This is an optimization exercise on Yosys and OpenROAD, whose aim is small area, not a production implementation. The RTL was checked by simulation tests, not by an equivalence proof against the original design. Power figures rest on the tool's default switching activity, not on a simulated workload.

<file path="flow/config.mk">
export PLATFORM = sky130hd
export DESIGN_NAME = vgx_rxcheck
export DESIGN_NICKNAME = vgx_rxcheck
export VERILOG_FILES = /design/flow/design.v
export SDC_FILE = /design/flow/constraint.sdc
export NUM_CORES = 4
export LEC_CHECK = 0
export CAP_MARGIN = 20
export CORE_MARGIN = 2
export CORE_UTILIZATION = 40
export SLEW_MARGIN = 20
</file>
<file path="flow/constraint.sdc">
create_clock -name core_clock -period 5.0 [get_ports {clk}]
set_input_delay 1.0000 -clock core_clock [delete_from_list [all_inputs] [get_ports {clk}]]
set_output_delay 1.0000 -clock core_clock [all_outputs]
set_load 0.01 [all_outputs]
</file>
<file path="flow/design.v">
module vgx_rxcheck (
    input             clk,
    input             rst,           
    input             rx_valid,      
    input      [2:0]  rx_kind,       
    input      [7:0]  rx_data,       
    output reg        v_valid,       
    output reg [2:0]  v_code,        
    output reg [7:0]  v_type,
    output reg        v_src,
    output reg        v_pos,
    output reg [7:0]  v_prod,
    output reg [7:0]  v_dst,
    output reg [4:0]  v_ring,
    output reg [9:0]  v_slot,
    output reg [15:0] v_epoch,
    output reg [31:0] v_seq,
    output reg [15:0] v_len,
    output reg        v_loop,
    output reg [6:0]  v_hops,
    output reg [31:0] v_crc          
);
    localparam [2:0] K_DATA = 3'd0, K_START = 3'd1, K_TERM = 3'd2, K_EBAD = 3'd3, K_IDLE = 3'd4;
    localparam [2:0] V_GOOD = 3'd0, V_RBERR = 3'd1, V_TYPE = 3'd2, V_CRC = 3'd3, V_EFRAME = 3'd4;
    reg        in_frame;
    reg [16:0] n;                
    reg [7:0]  hdr [0:15];
    reg [31:0] crc;              
    reg [31:0] fcs;              
    wire [7:0]  h_type  = hdr[0];
    wire [7:0]  h_b1    = hdr[1];
    wire [7:0]  h_prod  = hdr[2];
    wire [7:0]  h_dst   = hdr[3];
    wire [15:0] h_rs    = {hdr[5], hdr[4]};
    wire [15:0] h_epoch = {hdr[7], hdr[6]};
    wire [31:0] h_seq   = {hdr[11], hdr[10], hdr[9], hdr[8]};
    wire [15:0] h_len   = {hdr[13], hdr[12]};
    wire [7:0]  h_b14   = hdr[14];
    wire [7:0]  h_rbc   = hdr[15];
    function [31:0] crc_byte(input [31:0] c, input [7:0] d);
        integer i;
        reg [31:0] x;
        begin
            x = c ^ {24'd0, d};
            for (i = 0; i < 8; i = i + 1)
                x = x[0] ? ((x >> 1) ^ 32'hEDB8_8320) : (x >> 1);
            crc_byte = x;
        end
    endfunction
    reg        type_ok;
    reg [16:0] len_min, len_max;
    always @(*) begin
        type_ok = 1'b1;
        len_min = 17'd0;
        len_max = 17'd0;
        case (h_type)
            8'h01, 8'h02: begin len_min = 17'd1;  len_max = 17'd512;   end
            8'h03:        begin len_min = 17'd8;  len_max = 17'd512;   end
            8'h04:        begin len_min = 17'd32; len_max = 17'd32;    end
            8'h05:        begin len_min = 17'd16; len_max = 17'd16;    end
            8'h06:        begin len_min = 17'd8;  len_max = 17'd32768; end
            8'h07:        begin len_min = 17'd16; len_max = 17'd16;    end
            default:      type_ok = 1'b0;
        endcase
    end
    reg [2:0] term_code;
    reg       hdr_bad;
    always @(*) begin
        hdr_bad = !type_ok
               || h_dst > 8'h42
               || h_b1[7:2] != 6'd0
               || h_rs[10]
               || {1'b0, h_len} < len_min || {1'b0, h_len} > len_max
               || n != {1'b0, h_len} + 17'd20
               || (h_b1[1] && h_b1[0])                  
               || (!h_b1[1] && h_prod != 8'd0)          
               || (h_type != 8'h01 && h_type != 8'h02 && h_rs[9:0] != 10'd0);
        if (n < 17'd16)
            term_code = V_TYPE;
        else if (h_rbc != ~h_b14)
            term_code = V_RBERR;
        else if (hdr_bad)
            term_code = V_TYPE;
        else if (crc != ~fcs)
            term_code = V_CRC;
        else
            term_code = V_GOOD;
    end
    wire is_data  = rx_valid && rx_kind == K_DATA;
    wire is_start = rx_valid && rx_kind == K_START;
    wire is_term  = rx_valid && rx_kind == K_TERM;
    wire ends_bad = rx_valid && (rx_kind == K_EBAD || rx_kind == K_IDLE || rx_kind >= 3'd5);
    wire [16:0] crc_pos = {1'b0, h_len} + 17'd16;
    always @(posedge clk) begin
        if (rst) begin
            in_frame <= 1'b0;
            v_valid  <= 1'b0;
        end else begin
            v_valid <= 1'b0;
            if (in_frame) begin
                if (is_data) begin
                    if (n < 17'd16)
                        hdr[n[3:0]] <= rx_data;
                    if (n < 17'd14 || (n >= 17'd16 && n < crc_pos))
                        crc <= crc_byte(crc, rx_data);
                    if (n >= 17'd16 && n >= crc_pos && n < crc_pos + 17'd4)
                        case (n - crc_pos)
                            17'd0:   fcs[7:0]   <= rx_data;
                            17'd1:   fcs[15:8]  <= rx_data;
                            17'd2:   fcs[23:16] <= rx_data;
                            default: fcs[31:24] <= rx_data;
                        endcase
                    if (n != 17'h1FFFF)
                        n <= n + 17'd1;
                end else if (is_term) begin
                    in_frame <= 1'b0;
                    v_valid  <= 1'b1;
                    v_code   <= term_code;
                end else if (is_start || ends_bad) begin
                    in_frame <= 1'b0;
                    v_valid  <= 1'b1;
                    v_code   <= V_EFRAME;
                end
                v_type  <= h_type;
                v_src   <= h_b1[1];
                v_pos   <= h_b1[0];
                v_prod  <= h_prod;
                v_dst   <= h_dst;
                v_ring  <= h_rs[15:11];
                v_slot  <= h_rs[9:0];
                v_epoch <= h_epoch;
                v_seq   <= h_seq;
                v_len   <= h_len;
                v_loop  <= h_b14[7];
                v_hops  <= h_b14[6:0];
                v_crc   <= fcs;
            end
            if (is_start) begin
                in_frame <= 1'b1;
                n        <= 17'd0;
                crc      <= 32'hFFFF_FFFF;
            end
        end
    end
endmodule
</file>
<file path="flow/run.sh">
#!/bin/bash
# synth_recipe.tcl (not shown) runs the flow's synth.tcl, then flattens the netlist and writes it again
# the make line also repeats each setting of config.mk as NAME=value (left out here)
make -C /OpenROAD-flow-scripts/flow DESIGN_CONFIG=/design/flow/config.mk WORK_HOME=/design/flow/orfs CLKGATE_MAP_FILE= SYNTH_SCRIPT=/design/flow/synth_recipe.tcl finish
</file>
==> impl_metrics.env <==
export IMPL_first_global_vias=8722
export IMPL_power_leakage_nw=6.33
export IMPL_hold_viol=0
export IMPL_drive_gt1_share_pct=7.83
export IMPL_critPathMostFrequentCell="buf_4"
export IMPL_maxCapViolations=0
export IMPL_crit_path_end_kind="flop"
export IMPL_htreeDepth=2
export IMPL_cts_buffers=39
export IMPL_synth_top_area_cell="edfxtp_1"
export IMPL_ys_flop_type="edfxtp_1"
export IMPL_dieArea_um2=39600
export IMPL_path_clk_slew_ns=0.06
export IMPL_die_height_um=199
export IMPL_gr_total_overflow=0
export IMPL_io_pins=163
export IMPL_initial_core_util_pct=40.5
export IMPL_rr_startpoint="hdr[12][4]$_DFFE_PP_"
export IMPL_post_cts_resize_count=0
export IMPL_intPower_mw=4.98
export IMPL_post_route_period_util_pct=90.5
export IMPL_wire_per_inst_um=21.1
export IMPL_synth_area_leaders="edfxtp_1 (70%), xor2_1 (5.2%), xnor2_1 (4.9%)"
export IMPL_ys_warn_count=1
export IMPL_finalCriticalPeriod_ns=4.53
export IMPL_setup_tns_ns=0
export IMPL_maxSlewViolCount=0
export IMPL_clockBufferDepth=3
export IMPL_slowest_stage="edfxtp_1"
export IMPL_critPathKind="flop to flop"
export IMPL_final_nets=1275
export IMPL_dp_cells=1682
export IMPL_seqPwrFrac_pct=53.1
export IMPL_p_sw_mw=1.34
export IMPL_place_gp_congestion=0.832
export IMPL_syn2layout_area_growth_pct=23.8
export IMPL_total_power_mw=6.32
export IMPL_core_area_um2=37600
export IMPL_fin_util_pct=50.1
export IMPL_ctsHoldBuffers=0
export IMPL_cts_root_buf="clkbuf_16"
export IMPL_clkLatencyLatePin_ns=0.54
export IMPL_firstDrtPassIters=5
export IMPL_clock_sinks=359
export IMPL_routed_wl_um=36900
export IMPL_crit_start="hdr[12][4]$_DFFE_PP_"
export IMPL_synth_common_cells="edfxtp_1 (357), xor2_1 (91), xnor2_1 (85)"
export IMPL_grt_max_degree=148
export IMPL_vias=8903
export IMPL_antenna_found_initial=0
export IMPL_slew_headroom_pct=17.8
export IMPL_min_path_type="flop to flop"
export IMPL_post_synth_top_count_cell="edfxtp_1"
export IMPL_finalNonFillerCells=1750
export IMPL_ys_ff_latch=359
export IMPL_power_switching_share_pct=21.2
export IMPL_fmax_ghz=0.221
export IMPL_critPathMaxStageDelay_ns=0.46
export IMPL_worst_hold_slack_ns=0.406
export IMPL_grt_pass1_wl_um=54500
export IMPL_synth_nets=1069
export IMPL_skew_ns=0.0225
export IMPL_cp_arrival_ns=4.77
export IMPL_drtIter0Drc=583
export IMPL_status="timing/DRC/antenna clean"
export IMPL_fillers=3191
export IMPL_ir_drop_v=0.000203
export IMPL_syn_avg_cell_area_um2=15.1
export IMPL_antennaDiodeCount=0
export IMPL_combPwrFrac_pct=5.1
export IMPL_clkPwrFrac_pct=41.8
export IMPL_grt_usage_pct=18.8
export IMPL_port_buffers=162
export IMPL_worst_pin_slew_ns=1.22
export IMPL_die_w_um=199
export IMPL_post_drt_via_cell_ratio=5.09
export IMPL_crit_required_ns=5.24
export IMPL_seq_area_frac_synth_pct=70.7
export IMPL_synthCells=1006
export IMPL_post_cts_buffers=0
export IMPL_rsz0062_at_grt="false"
export IMPL_synth_area_um2=15200
export IMPL_synth_top_cell_area_share_pct=70.4
export IMPL_synthDistinctLibCells=59
export IMPL_drc=0
export IMPL_async_flop_share_pct=0
export IMPL_ant_nets=0
export IMPL_hpwl_um=25200
export IMPL_setup_viol_count_final=0
export IMPL_cp_max_fo=8
export IMPL_startpoint_type="flop"
export IMPL_hold_path_startpoint="hdr[7][2]$_DFFE_PP_"
export IMPL_tritoncts="built"
export IMPL_crit_path_cell_trace="ha_1 > and3_1 > xnor2_1 > buf_4 > nor3b_2 > nand2_1 > nor3_1 > xor2_1 > ha_1 > a21o_1 > a21o_1 > a32oi_1 > nand4_1 > nor3_1 > o41ai_1 > nor4b_1 > buf_4 > nor3b_2 > buf_4"
export IMPL_rows=71
export IMPL_power_density_nw_per_um2=336
export IMPL_synth_edf_count=357
## registers in the layout (all words and copies together) (netlist names), 3 cells and up
register and count:
v_hops 7, v_epoch 16, hdr 128, v_prod 8, v_seq 32, v_crc 32
v_code 3, v_len 16, v_slot 10, v_dst 8, v_type 8, fcs 32
v_ring 5, crc 32, n 17
## metrics by stage
| step | instance area, um2 | setup slack (ns) |
|---|---|---|
| after floorplan | 15200 | -0.0521 |
| after global placement | 17600 | 0.444 |
| after detailed placement | 17600 | 0.421 |
| after CTS | 18800 | 0.378 |
| after global routing | 18800 | 0.0646 |
| final | 18800 | 0.473 |
## final cells by class
| cell class | count | area, um2 | area share (%) |
|---|---|---|---|
| inverter | 17 | 63.8 | 0.339 |
| clock buffer | 47 | 1010 | 5.34 |
| multi-input combinational | 606 | 4360 | 23.1 |
| tap | 511 | 639 | 3.39 |
| clock inverter | 21 | 183 | 0.969 |
| timing repair buffer | 189 | 1840 | 9.75 |
| sequential | 359 | 10800 | 57.1 |
## layout by cell type (no fill, tap or decap), types with 26 or more instances in the layout
| cell type | instances |
|---|---|
| edfxtp_1 | 357 |
| clkdlybuf4s50_1 | 162 |
| xor2_1 | 91 |
| xnor2_1 | 85 |
| nand2_1 | 76 |
| nor2_1 | 48 |
| ha_1 | 48 |
| a21oi_1 | 39 |
| clkbuf_16 | 39 |
| buf_4 | 26 |
## metal layers
layer  share of wire [%]  track usage [%]  vias to the layer above
met5                   0                0                        -
met4                 1.8             5.06                        0
met3                 5.5             2.72                       44
met2                  47             30.0                      272
met1                  46             26.9                     4407
li1                    -                -                     4180
## power by group through the flow
stage | clock (mW) | sequential (mW) | combinational (mW)
after floorplan | 0 | 3.42 | 0.180
after global placement | 0 | 3.42 | 0.326
after detailed placement | 0 | 3.42 | 0.328
after CTS | 2.71 | 3.35 | 0.330
after global routing | 2.83 | 3.36 | 0.359
final | 2.64 | 3.36 | 0.325
## path summary, 6_finish.rpt
check	endpoint	slack [ns]	cells past startpoint
worst max-delay path	fcs[14]$_DFFE_PP_	0.47	19
worst min-delay path	v_epoch[10]$_DFFE_PP_	0.41	0
worst max register to register	fcs[14]$_DFFE_PP_	0.47	19
worst min register to register	v_epoch[10]$_DFFE_PP_	0.41	0
## cell families (layout without fill, tap and decap cells)
| group | after synthesis | count (layout) | synth area share [%] |
|---|---|---|---|
| AOI/OAI and AO/OA | 103 | 103 | 4.27 |
| xor gates and xnor gates | 176 | 176 | 10.1 |
| adders and majority gates | 49 | 49 | 4.08 |
| buffers and inverters | 41 | 274 | 1.02 |
| DFF | 359 | 359 | 70.7 |
| muxes | 3 | 3 | 0.206 |
| and+or+nand+nor | 275 | 275 | 9.61 |
## critical path, delay by kind of cell, from the launching register on
family | cells | cell delay [ns]
compound gates | 4 | 0.64
xor+xnor | 2 | 0.35
fa+ha+maj | 2 | 0.57
buf+inv | 3 | 0.54
flops | 1 | 0.46
simple gates | 8 | 1.67

==> afterwards: timing with drivers on the ports <==
The flow's constraints put no driver on any port. The routed layout listed below was extracted and timed again, unchanged, in two steps. Step 1 (the two cells are an assumption about what drives the block):
set clk [get_ports {clk}]
set_driving_cell -lib_cell sky130_fd_sc_hd__clkbuf_16 $clk
set_driving_cell -lib_cell sky130_fd_sc_hd__buf_2 [delete_from_list [all_inputs] $clk]
Step 2 also shifts input and output timing later by t, the mid clock arrival at the registers, as if the neighbouring blocks saw the same clock. Slacks: no drivers / after step 1 / after step 2; pairs: no drivers / after step 1.
shift t [ns]: 0.578
slack for setup (ns): 0.473 / 0.473 / 0.473
clock arrival spread, ns: 0.024 / 0.024
After both steps this run still meets setup and hold. For this run, drivers alone change the setup slack by 0.000 ns; drivers and shift together by 0.000 ns.
